This design comes from an exercise in tuning for small area, a short achievable clock period and few clock cycles on the open sky130 flow, not from production work.
Only simulation tests tie the RTL to the original design; equivalence was not proved.

==> flow/design.v (outline; a module is shown in full before it is edited, if it fits) <==
// module lin_engine: 220 lines
// module lin_fle: 14 lines
// module lin_fmul: 94 lines
// module lin_mul24: 1027 lines
// module lin_fadd: 56 lines
// module lin_lzc28: 36 lines
module lin_engine (
    input  wire         clk,
    input  wire         rst,
    input  wire         start,
    input  wire [23:0]  code,
    input  wire [2:0]   rng,
    input  wire         general,
    input  wire         poly,
    input  wire [3:0]   nx,
    input  wire [1:0]   nt,
    input  wire [31:0]  temp,
    input  wire         temp_old,
    input  wire [767:0] coef,
    input  wire [31:0]  xmin,
    input  wire [31:0]  xmax,
    input  wire [31:0]  tmin,
    input  wire [31:0]  tmax,
    output reg          done,
    output wire [31:0]  y,
    output wire         extrap,
    output wire         nonfin
);
  // ...
==> flow/run.sh <==
#!/bin/bash
# synth_recipe.tcl (not shown) runs the flow's synth.tcl, then flattens the netlist and writes it again
# the make line also repeats each setting of config.mk as NAME=value (left out here)
make -C /OpenROAD-flow-scripts/flow DESIGN_CONFIG=/design/flow/config.mk WORK_HOME=/design/flow/orfs CLKGATE_MAP_FILE= SYNTH_SCRIPT=/design/flow/synth_recipe.tcl finish
==> flow/config.mk <==
export PLATFORM = sky130hd
export DESIGN_NAME = lin_engine
export DESIGN_NICKNAME = lin_engine
export VERILOG_FILES = /design/flow/design.v
export SDC_FILE = /design/flow/constraint.sdc
export NUM_CORES = 4
export LEC_CHECK = 0
export CAP_MARGIN = 20
export CORE_MARGIN = 2
export CORE_UTILIZATION = 40
export SLEW_MARGIN = 20
==> flow/constraint.sdc <==
create_clock -name core_clock -period 30.0 [get_ports {clk}]
set_input_delay 6.0000 -clock core_clock [delete_from_list [all_inputs] [get_ports {clk}]]
set_output_delay 6.0000 -clock core_clock [all_outputs]
set_load 0.01 [all_outputs]
==> impl_metrics.ini, run 1 <==
[final_layout]
design.final.nets = 10900
seqCellArea_um2 = 10400
multiInputGateArea_um2 = 48800
fraction_of_standard_cell_area_that_is_sequential_pct = 13.3
finalCoreUtilization_pct = 48.7
nMultiInputCombCells = 6730
share_of_the_final_layout_cell_area_in_multi_input_gates_pct = 62.6
nFlopsAndLatches = 346
area_growth_syn_to_layout_pct = 21.3

[worst_setup_path]
cp-end-kind = register
crit_path_start = pr[24]
cp.arrival_ps = 17790
critPathBufInv = 3
critical-path-top-delay-family = compound AO/OA/AOI/OAI gates

[yosys]
synthesis.instances = 8460
netlist_area_um2 = 64300
ys_top_cells_by_area = edfxtp_1 16%, fa_1 15%, nand2_1 8.6%
synth_area_in_adders_pct = 22.1
ys_async_sr_fraction_pct = 0
synth_top_area_cell = edfxtp_1
number_of_register_bits_inferred_by_synthesis = 346
synth-xor-area-share_pct = 3.79
yosysMostFrequentCell = nand2_1

[clocking]
cts-htree-levels = 2
worst_skew_pair.late_latency_ps = 640
post_cts.repair.setup_buffers = 0

[global_route]
antenna_found_initial = 94
top_usage_layer = met2
met1_usage_pct = 57.2
grt_usage_pct = 44.8

[sta]
clock-skew-final_ps = 41.2
worstMarginPinSlew_ps = 1340
setup_slack_ps = 12540

[die]
initial_cell_density_of_the_core_pct = 40.1
die_height_um = 405

[outcome]
run_status = complete, no violations

[placed_design]
dpl.cell_count = 11300
Testbench counts, summed over its fixed seeds: cycles 7,728.
==> module lin_engine, before the edit <==
module lin_engine (
    input  wire         clk,
    input  wire         rst,
    input  wire         start,
    input  wire [23:0]  code,
    input  wire [2:0]   rng,
    input  wire         general,
    input  wire         poly,
    input  wire [3:0]   nx,
    input  wire [1:0]   nt,
    input  wire [31:0]  temp,
    input  wire         temp_old,
    input  wire [767:0] coef,
    input  wire [31:0]  xmin,
    input  wire [31:0]  xmax,
    input  wire [31:0]  tmin,
    input  wire [31:0]  tmax,
    output reg          done,
    output wire [31:0]  y,
    output wire         extrap,
    output wire         nonfin
);
    reg        busy;
    reg [1:0]  t;           
    reg        ph;          
    reg        poly_r;
    reg [2:0]  nxe_r;
    reg [1:0]  nt_r;
    reg [2:0]  ci0, ci1;    
    reg [2:0]  si0, si1;    
    reg [31:0] ma, mb;      
    reg [31:0] pr;          
    reg [31:0] ad;          
    reg [31:0] x_r;
    reg [31:0] r0, r1;      
    reg [31:0] y_r;
    reg        ext_r, tnf_r;
    reg        a_init, a_last, a_final;
    reg [1:0]  a_j;
    wire [2:0] nxe = (nx > 4'd5) ? 3'd5 : nx[2:0];
    reg [31:0] fs;
    always @* begin
        if (!general) begin
            case (rng[1:0])
                2'd0:    fs = 32'h4000_0000;    
                2'd1:    fs = 32'h4080_0000;    
                2'd2:    fs = 32'h4100_0000;    
                default: fs = 32'h4180_0000;    
            endcase
        end else begin
            case (rng)
                3'd0:    fs = 32'h3CCC_CCCD;    
                3'd1:    fs = 32'h3DCC_CCCD;    
                3'd2:    fs = 32'h3F80_0000;    
                3'd3:    fs = 32'h4120_0000;    
                3'd4:    fs = 32'h41C8_0000;    
                3'd6:    fs = 32'h43C8_0000;    
                default: fs = 32'h457A_0000;    
            endcase
        end
    end
    wire        code_neg = code[23];
    wire [23:0] code_mag = code_neg ? (~code + 24'd1) : code;
    reg  [4:0]  code_lz;
    reg  [23:0] code_norm;
    reg  [31:0] code_f;
    integer     k;
    always @* begin
        code_lz = 5'd0;
        for (k = 0; k < 24; k = k + 1)
            if (code_mag[k]) code_lz = 5'd23 - k[4:0];
        code_norm = code_mag << code_lz;
        if (code_mag == 24'd0)
            code_f = 32'd0;
        else
            code_f = {code_neg, 8'd150 - {3'd0, code_lz}, code_norm[22:0]};
    end
    wire [22:0] dr   = pr[22:0] + 23'd1;             
    wire        da2  = (pr[22:1] == 22'h3F_FFFF);    
    wire [30:0] dmag = da2 ? {pr[30:23] - 8'd22, 22'd0, pr[0]}
                           : ({pr[30:23] - 8'd23, dr} + {30'd0, dr[22]});
    wire [31:0] div_out = (pr[30:0] == 31'd0) ? {pr[31], 31'd0}
                                              : {pr[31], dmag};
    wire [31:0] mul_y, add_y;
    wire        m_need, stall;
    lin_fmul u_mul (.clk(clk), .rst(rst), .need(m_need), .a(ma), .b(mb),
                    .y(mul_y), .stall(stall));
    lin_fadd u_add (.a(pr), .b(ad), .y(add_y));
    wire [31:0] res = a_init ? ad : add_y;
    function [3:0] prog(input [1:0] n, input ln, input [2:0] c);
        begin
            prog = 4'b0000;
            if (!ln) begin
                case (n)
                    2'd0: case (c)
                        3'd0: prog = 4'b1000;           
                        default: ;
                    endcase
                    2'd1: case (c)
                        3'd0: prog = 4'b1001;           
                        3'd1: prog = 4'b1100;           
                        default: ;
                    endcase
                    2'd2: case (c)
                        3'd0: prog = 4'b1000;           
                        3'd1: prog = 4'b1010;           
                        3'd2: prog = 4'b1101;           
                        3'd3: prog = 4'b1100;           
                        default: ;
                    endcase
                    default: case (c)
                        3'd0: prog = 4'b1001;           
                        3'd1: prog = 4'b1011;           
                        3'd2: prog = 4'b1110;           
                        3'd3: prog = 4'b1101;           
                        3'd4: prog = 4'b1100;           
                        default: ;
                    endcase
                endcase
            end else begin
                case (n)
                    2'd1: if (c == 3'd0) prog = 4'b1000;            
                    2'd2: if (c == 3'd0) prog = 4'b1001;            
                    2'd3: if (c == 3'd0) prog = 4'b1000;            
                          else if (c == 3'd1) prog = 4'b1010;       
                    default: ;
                endcase
            end
        end
    endfunction
    wire [2:0] m_ci = ph ? ci1 : ci0;
    wire [2:0] m_si = ph ? si1 : si0;
    wire [3:0] m_op = prog(nt_r, ph, m_ci);
    wire       m_v  = m_op[3] & poly_r;
    wire       m_t  = m_op[2];
    wire [1:0] m_j  = m_op[1:0];
    wire       m_last = (m_si == nxe_r);
    assign m_need = busy && ((t == 2'd1) || (m_v && (m_t || m_si != 3'd0)));
    wire [3:0] n_op = prog(nt_r, ~ph, ph ? ci0 : ci1);
    wire       n_t  = n_op[3] & n_op[2];
    wire [2:0] cblk = nxe_r - m_si;
    wire [4:0] cidx = {cblk, m_j};
    wire [31:0] coef_sel = coef[cidx*32 +: 32];
    wire       m_byp = m_t && (nt_r[0] && m_j == nt_r - 2'd1);
    wire le_xmin, le_xmax, le_tmin, le_tmax;
    lin_fle u_le0 (.a(xmin),    .b(div_out), .le(le_xmin));
    lin_fle u_le1 (.a(div_out), .b(xmax),    .le(le_xmax));
    lin_fle u_le2 (.a(tmin),    .b(temp),    .le(le_tmin));
    lin_fle u_le3 (.a(temp),    .b(tmax),    .le(le_tmax));
    wire x_out = !(le_xmin && le_xmax);
    wire t_out = (nt_r != 2'd0) && !(le_tmin && le_tmax);
    wire y_nf = (y_r[30:23] == 8'hFF);
    assign nonfin = poly_r & (tnf_r | y_nf);
    assign extrap = poly_r & (nonfin | ext_r);
    assign y      = (poly_r & (tnf_r | y_nf)) ? 32'h7FC0_0000 : y_r;
    always @(posedge clk) begin
        if (rst) begin
            busy <= 1'b0;
            done <= 1'b0;
        end else begin
            done <= 1'b0;
            if (!busy) begin
                if (start) begin
                    busy   <= 1'b1;
                    t      <= 2'd1;
                    ph     <= 1'b0;
                    poly_r <= poly;
                    nxe_r  <= nxe;
                    nt_r   <= nt;
                    ci0 <= 3'd0; si0 <= 3'd0;
                    ci1 <= 3'd0; si1 <= 3'd0;
                    a_init <= 1'b0; a_last <= 1'b0; a_final <= 1'b0;
                    ma <= code_f;
                    mb <= fs;
                end
            end else if (!stall) begin
                if (t != 2'd3) t <= t + 2'd1;
                ph <= ~ph;
                pr <= mul_y;
                ma <= res;
                mb <= n_t ? temp : ((t == 2'd2) ? div_out : x_r);
                if (t == 2'd2) begin
                    x_r   <= div_out;
                    ext_r <= temp_old | x_out | t_out;
                    tnf_r <= (temp[30:23] == 8'hFF);
                    if (!poly_r) begin
                        y_r  <= div_out;
                        done <= 1'b1;
                        busy <= 1'b0;
                    end
                end
                if (a_last && a_j == 2'd0) r0 <= res;
                if (a_last && a_j == 2'd1) r1 <= res;
                if (a_final) begin
                    y_r  <= res;
                    done <= 1'b1;
                    busy <= 1'b0;
                end
                a_init  <= m_v && !m_t && (m_si == 3'd0);
                a_last  <= m_v && !m_t && m_last;
                a_j     <= m_j;
                a_final <= m_v && (m_t ? (m_j == 2'd0)
                                       : (m_last && nt_r == 2'd0));
                if (m_t)
                    ad <= m_byp ? res : (m_j[0] ? r1 : r0);
                else
                    ad <= coef_sel;
                if (m_v) begin
                    if (m_t || m_last) begin
                        if (ph) begin ci1 <= ci1 + 3'd1; si1 <= 3'd0; end
                        else    begin ci0 <= ci0 + 3'd1; si0 <= 3'd0; end
                    end else begin
                        if (ph) si1 <= si1 + 3'd1;
                        else    si0 <= si0 + 3'd1;
                    end
                end
            end
        end
    end
endmodule
==> module lin_fadd, before the edit <==
module lin_fadd (
    input  wire [31:0] a,
    input  wire [31:0] b,
    output reg  [31:0] y
);
    wire [7:0] ea = a[30:23];
    wire [7:0] eb = b[30:23];
    wire a_nan = (ea == 8'hFF) && (a[22:0] != 23'd0);
    wire b_nan = (eb == 8'hFF) && (b[22:0] != 23'd0);
    wire a_inf = (ea == 8'hFF) && (a[22:0] == 23'd0);
    wire b_inf = (eb == 8'hFF) && (b[22:0] == 23'd0);
    wire [7:0] ea1 = (ea == 8'd0) ? 8'd1 : ea;
    wire [7:0] eb1 = (eb == 8'd0) ? 8'd1 : eb;
    wire [7:0] dab = ea1 - eb1;
    wire [7:0] dba = eb1 - ea1;
    wire        swap = (a[30:0] < b[30:0]);
    wire [31:0] x  = swap ? b : a;
    wire [31:0] z  = swap ? a : b;
    wire [7:0]  ex = swap ? eb1 : ea1;
    wire [7:0]  dd = swap ? dba : dab;
    wire [23:0] mx = {x[30:23] != 8'd0, x[22:0]};
    wire [23:0] mz = {z[30:23] != 8'd0, z[22:0]};
    wire        sub = x[31] ^ z[31];
    wire [4:0]  d  = (dd > 8'd27) ? 5'd27 : dd[4:0];
    wire [26:0] zf = {mz, 3'b000};
    wire [26:0] zr = zf >> d;
    wire [26:0] dmask = ~(27'h7FF_FFFF << d);
    wire        zst = |(zf & dmask);
    wire [26:0] zs = {zr[26:1], zr[0] | zst};
    wire [27:0] xw  = {1'b0, mx, 3'b000};
    wire [27:0] sum = sub ? (xw - {1'b0, zs}) : (xw + {1'b0, zs});
    wire [27:0] lim = (ex > 8'd27) ? 28'd0 : (28'h800_0000 >> ex[4:0]);
    wire [4:0]  lz;
    lin_lzc28 u_lzc (.x(sum | lim), .z(lz));
    wire [27:0] nrm = sum << lz;
    wire [8:0]  e   = nrm[27] ? ({1'b0, ex} + 9'd1 - {4'd0, lz}) : 9'd0;
    wire [22:0] frac = nrm[26:4];
    wire        g    = nrm[3];
    wire        s    = |nrm[2:0];
    wire        rup  = g & (s | frac[0]);
    wire [31:0] mag  = {e, frac} + {31'd0, rup};
    always @* begin
        if (a_nan || b_nan || (a_inf && b_inf && (a[31] != b[31])))
            y = 32'h7FC0_0000;
        else if (a_inf)
            y = a;
        else if (b_inf)
            y = b;
        else if (sum == 28'd0)
            y = {a[31] & b[31], 31'd0};
        else if (mag[31:23] >= 9'd255)
            y = {x[31], 8'hFF, 23'd0};
        else
            y = {x[31], mag[30:0]};
    end
endmodule
==> run 2, diff against run 1 <==
--- a/flow/design.v
+++ b/flow/design.v
@@ -87,4 +87,4 @@
                     .y(mul_y), .stall(stall));
-    lin_fadd u_add (.a(pr), .b(ad), .y(add_y));
-    wire [31:0] res = a_init ? ad : add_y;
+    lin_fadd u_add (.a(pr), .b(ad), .pass_b(a_init), .y(add_y));
+    wire [31:0] res = add_y;
     function [3:0] prog(input [1:0] n, input ln, input [2:0] c);
@@ -1358,2 +1358,3 @@
     input  wire [31:0] b,
+    input  wire        pass_b,   
     output reg  [31:0] y
@@ -1366,14 +1367,20 @@
     wire b_inf = (eb == 8'hFF) && (b[22:0] == 23'd0);
-    wire [7:0] ea1 = (ea == 8'd0) ? 8'd1 : ea;
-    wire [7:0] eb1 = (eb == 8'd0) ? 8'd1 : eb;
-    wire [7:0] dab = ea1 - eb1;
-    wire [7:0] dba = eb1 - ea1;
-    wire        swap = (a[30:0] < b[30:0]);
-    wire [31:0] x  = swap ? b : a;
-    wire [31:0] z  = swap ? a : b;
+    wire [7:0]  ea1 = (ea == 8'd0) ? 8'd1 : ea;
+    wire [7:0]  eb1 = (eb == 8'd0) ? 8'd1 : eb;
+    wire [23:0] ma  = {ea != 8'd0, a[22:0]};
+    wire [23:0] mb  = {eb != 8'd0, b[22:0]};
+    wire [8:0]  dab = {1'b0, ea1} - {1'b0, eb1};
+    wire [7:0]  dba = eb1 - ea1;
+    wire        sub = a[31] ^ b[31];
+    wire        swap = dab[8];
     wire [7:0]  ex = swap ? eb1 : ea1;
-    wire [7:0]  dd = swap ? dba : dab;
-    wire [23:0] mx = {x[30:23] != 8'd0, x[22:0]};
-    wire [23:0] mz = {z[30:23] != 8'd0, z[22:0]};
-    wire        sub = x[31] ^ z[31];
+    wire [7:0]  dd = swap ? dba : dab[7:0];
+    wire [23:0] mx = swap ? mb : ma;
+    wire [23:0] mz = swap ? ma : mb;
+    wire        sx = swap ? b[31] : a[31];
+    wire        near = sub && (dab == 9'd0);
+    wire [24:0] nab  = {1'b0, ma} - {1'b0, mb};
+    wire [23:0] nba  = mb - ma;
+    wire        nneg = nab[24];
+    wire [23:0] ndif = nneg ? nba : nab[23:0];
     wire [4:0]  d  = (dd > 8'd27) ? 5'd27 : dd[4:0];
@@ -1384,4 +1391,6 @@
     wire [26:0] zs = {zr[26:1], zr[0] | zst};
-    wire [27:0] xw  = {1'b0, mx, 3'b000};
-    wire [27:0] sum = sub ? (xw - {1'b0, zs}) : (xw + {1'b0, zs});
+    wire [27:0] xw   = {1'b0, mx, 3'b000};
+    wire [27:0] fsum = sub ? (xw - {1'b0, zs}) : (xw + {1'b0, zs});
+    wire [27:0] sum  = near ? {1'b0, ndif, 3'b000} : fsum;
+    wire        sgn  = near ? (nneg ? b[31] : a[31]) : sx;
     wire [27:0] lim = (ex > 8'd27) ? 28'd0 : (28'h800_0000 >> ex[4:0]);
@@ -1397,3 +1406,5 @@
     always @* begin
-        if (a_nan || b_nan || (a_inf && b_inf && (a[31] != b[31])))
+        if (pass_b)
+            y = b;
+        else if (a_nan || b_nan || (a_inf && b_inf && sub))
             y = 32'h7FC0_0000;
@@ -1406,5 +1417,5 @@
         else if (mag[31:23] >= 9'd255)
-            y = {x[31], 8'hFF, 23'd0};
+            y = {sgn, 8'hFF, 23'd0};
         else
-            y = {x[31], mag[30:0]};
+            y = {sgn, mag[30:0]};
     end
==> run 2 against run 1 <==
  * Setup slack improved by 380 ps
  * Sequential share of layout area down 0.35 points
  * Register-to-register slack improved by 380 ps
  * Critical path type unchanged
  * Core utilization fell by 0.084 points
  * First-iteration DRC count up 1.8%
  * Still clean on timing, DRC and antenna
==> impl_metrics.ini, run 2 <==
[clocking]
worst_skew_pair.late_latency_ps = 620
path_clk_slew_ps = 70
clock-sinks = 346
cts-htree-levels = 2
cts_tree = yes
postCtsHoldBufs = 0
post_cts.repair.setup_buffers = 0
clock_path_buffers = 3
cts_resized = 0
cts.root.buffer_cell = clkbuf_16
cts_buffers = 39

[min_path]
hold_path.class = reg -> reg

[sta]
setup_total_negative_slack_ps = 0
fmax_mhz = 58.6
rsz_0062_raised_after_global_routing = false
max_slew_headroom_at_the_worst_pin_pct = 13.7
clock-skew-final_ps = 30.5
setup_slack_ps = 12920
final-hold-violation-count = 0
fin_crit_sh_pct = 56.9
worstMarginPinSlew_ps = 1290
period_needed_ps = 17080
setup_violations_final = 0
final-max-slew-violation-count = 0

[run]
maxCapViolCount = 0

[final_layout]
design.final.nets = 11200
most_common_library_cell_in_the_layout_ignoring_fill_and_taps = nand2_1
fin_cells = 11700
most_frequent_cells_in_the_layout = 1475 x nand2_1, 1001 x clkdlybuf4s50_1, 812 x inv_1
fillerInstances = 16600
finalCoreUtilization_pct = 48.6
fin_area_um2 = 80100
layout-drive-gt1-share_pct = 5.63
multiInputGateArea_um2 = 50800
largest_reg_flops = 48
area_growth_syn_to_layout_pct = 20.9
seqCellArea_um2 = 10400
largest_register = u_mul.F

[global_route]
antenna_found_initial = 120
grt_pass1_wl_um = 542000
first_global_vias = 69600
pin_count_of_the_biggest_net_entering_global_routing = 126
grt_usage_pct = 45.0
global_route.overflow_total = 0

[yosys]
synthesis.instances = 8723
yosysMostFrequentCell = nand2_1
yosysTopAreaCellShare_pct = 15.5
synth_cell_types = 135
synth_top_area_cell = edfxtp_1
netlist_area_um2 = 66200
ys_async_sr_fraction_pct = 0
number_of_register_bits_inferred_by_synthesis = 346
synthFlopType = edfxtp_1
synthesis.nets = 10500
synth_commonest_cells = 1475 x nand2_1, 816 x inv_1, 495 x nor2_1, 493 x fa_1, 468 x and2_1
yosysWarnings = 4
ys_top_cells_by_area = edfxtp_1 16%, fa_1 15%, nand2_1 8.4%
syn_area_per_cell_um2 = 7.59
synth.yosys.seq_area_share_pct = 15.6
synth-edff-count = 343

[die]
initial_cell_density_of_the_core_pct = 40.2
die_ar_um2 = 169000
die_x_um = 411
floorplan.core_area_um2 = 165000
num_rows = 149
die_height_um = 411
pin_count = 1002

[placed_design]
dpl.cell_count = 11500
place_area_um2 = 78500
gpl.final_weighted_congestion = 1.11
placement.setup.worst_slack_ps = 13580
place.port_buffers = 1001
place.detailed.hpwl_um = 322000

[worst_setup_path]
crit_type = reg -> reg
cp-end-kind = register
timing.critical_path.slowest_stage_cell = a211oi_4
crit_top_cell = nand2_1
critPathMaxStageDelay_ps = 950
worst_setup_path_start_kind = register
timing.critical_path.fanout_max = 64
cp.arrival_ps = 17520
worst_ep_required_ps = 30440

[route]
final_antenna_net_count = 0
detail_route.iter0.violations = 10900
routed_via_density = 6.37
via_count = 74400
firstDrtPassIters = 9
wl_per_cell_um = 33.8
post-route-drc-count = 0
drt_wl_total_um = 396000

[outcome]
run_status = complete, no violations
run 2: cell count changes after synthesis, moves of 30 or more:
cell / delta
mux2_2: +30
o21a_1: +32
o21ai_0: +32
a21oi_1: -41
a211oi_1: +30
a21o_1: +30
run 2: final timing paths:
check	from	slack, ps	to	depth (start not counted)
max reg2reg	pr[28]	12920	y_r[15]	49
min	x_r[3]	570	x_r[3]	1
min reg2reg	x_r[3]	570	x_r[3]	1
max	pr[28]	12920	y_r[15]	49
run 2: routing by layer:
metal | vias up | share of wire [%] | wire (µm) | global-route usage, %
met5 | - | 0.12 | 494 | 0
met4 | 60 | 8.5 | 33400 | 31.3
met1 | 36500 | 38 | 151000 | 57.7
li1 | 31800 | - | - | -
met3 | 907 | 13 | 51800 | 16.1
met2 | 5202 | 40 | 159000 | 62.8
run 2: through the flow:
stage / hold WS, ps
finish: 572
global route: 584
CTS: 573
detailed placement: 558
global placement: 550
floorplan: 540
run 2: logic make-up after synthesis:
family,count (synthesis),share of synthesized area [%]
AND/OR/NAND/NOR,3626,26.4
buffers and inverters,1402,8.18
multiplexers,278,4.44
adder cells (fa/ha/maj),859,21.8
flip-flops,346,15.6
XOR/XNOR,277,3.68
AO/OA/AOI/OAI,1935,19.9
run 2: critical path: cells and delay by family (launching register included):
kind            cells  cell delay (ps)
compound gates     24             7660
fa+ha+maj           3             1040
buf+inv             4             1710
flops               1              660
mux                 1              130
simple gates       17             5630
run 2: final cells by class:
cell class,count,share of cell area (%)
Inverter,828,3.91
Clock inverter,23,0.356
Multi-Input combinational cell,6975,63.4
Sequential cell,346,12.9
Clock buffer,47,1.26
Antenna cell,84,0.262
Timing Repair Buffer,1201,14.5
Tap cell,2189,3.42
Testbench counts of run 2, summed over its fixed seeds: cycles 7,728.

-- afterwards: timing with drivers on the ports --
The results above use ideal ports. As a check the final layouts listed here were re-extracted and re-timed, cells and wires unchanged. Step 1 (the two cells are an assumption about what drives the block):
set clk [get_ports {clk}]
set_driving_cell -lib_cell sky130_fd_sc_hd__clkbuf_16 $clk
set_driving_cell -lib_cell sky130_fd_sc_hd__buf_2 [delete_from_list [all_inputs] $clk]
Step 2 also shifts input and output timing later by t, the mid clock arrival at the registers, as if the neighbouring blocks saw the same clock. a / b / c = ideal / step 1 / step 2; a / b = the first two.
run	t, ns	setup WS [ns]	hold WS [ns]	worst setup path at the end	worst register clock-pin slew, ns
run 1	0.705	12.541 / 12.541 / 12.541	0.574 / 0.574 / 0.574	register to register	0.07 / 0.07
run 2	0.688	12.921 / 12.921 / 12.921	0.572 / 0.572 / 0.572	register to register	0.08 / 0.08
After both steps every run listed still meets setup and hold.
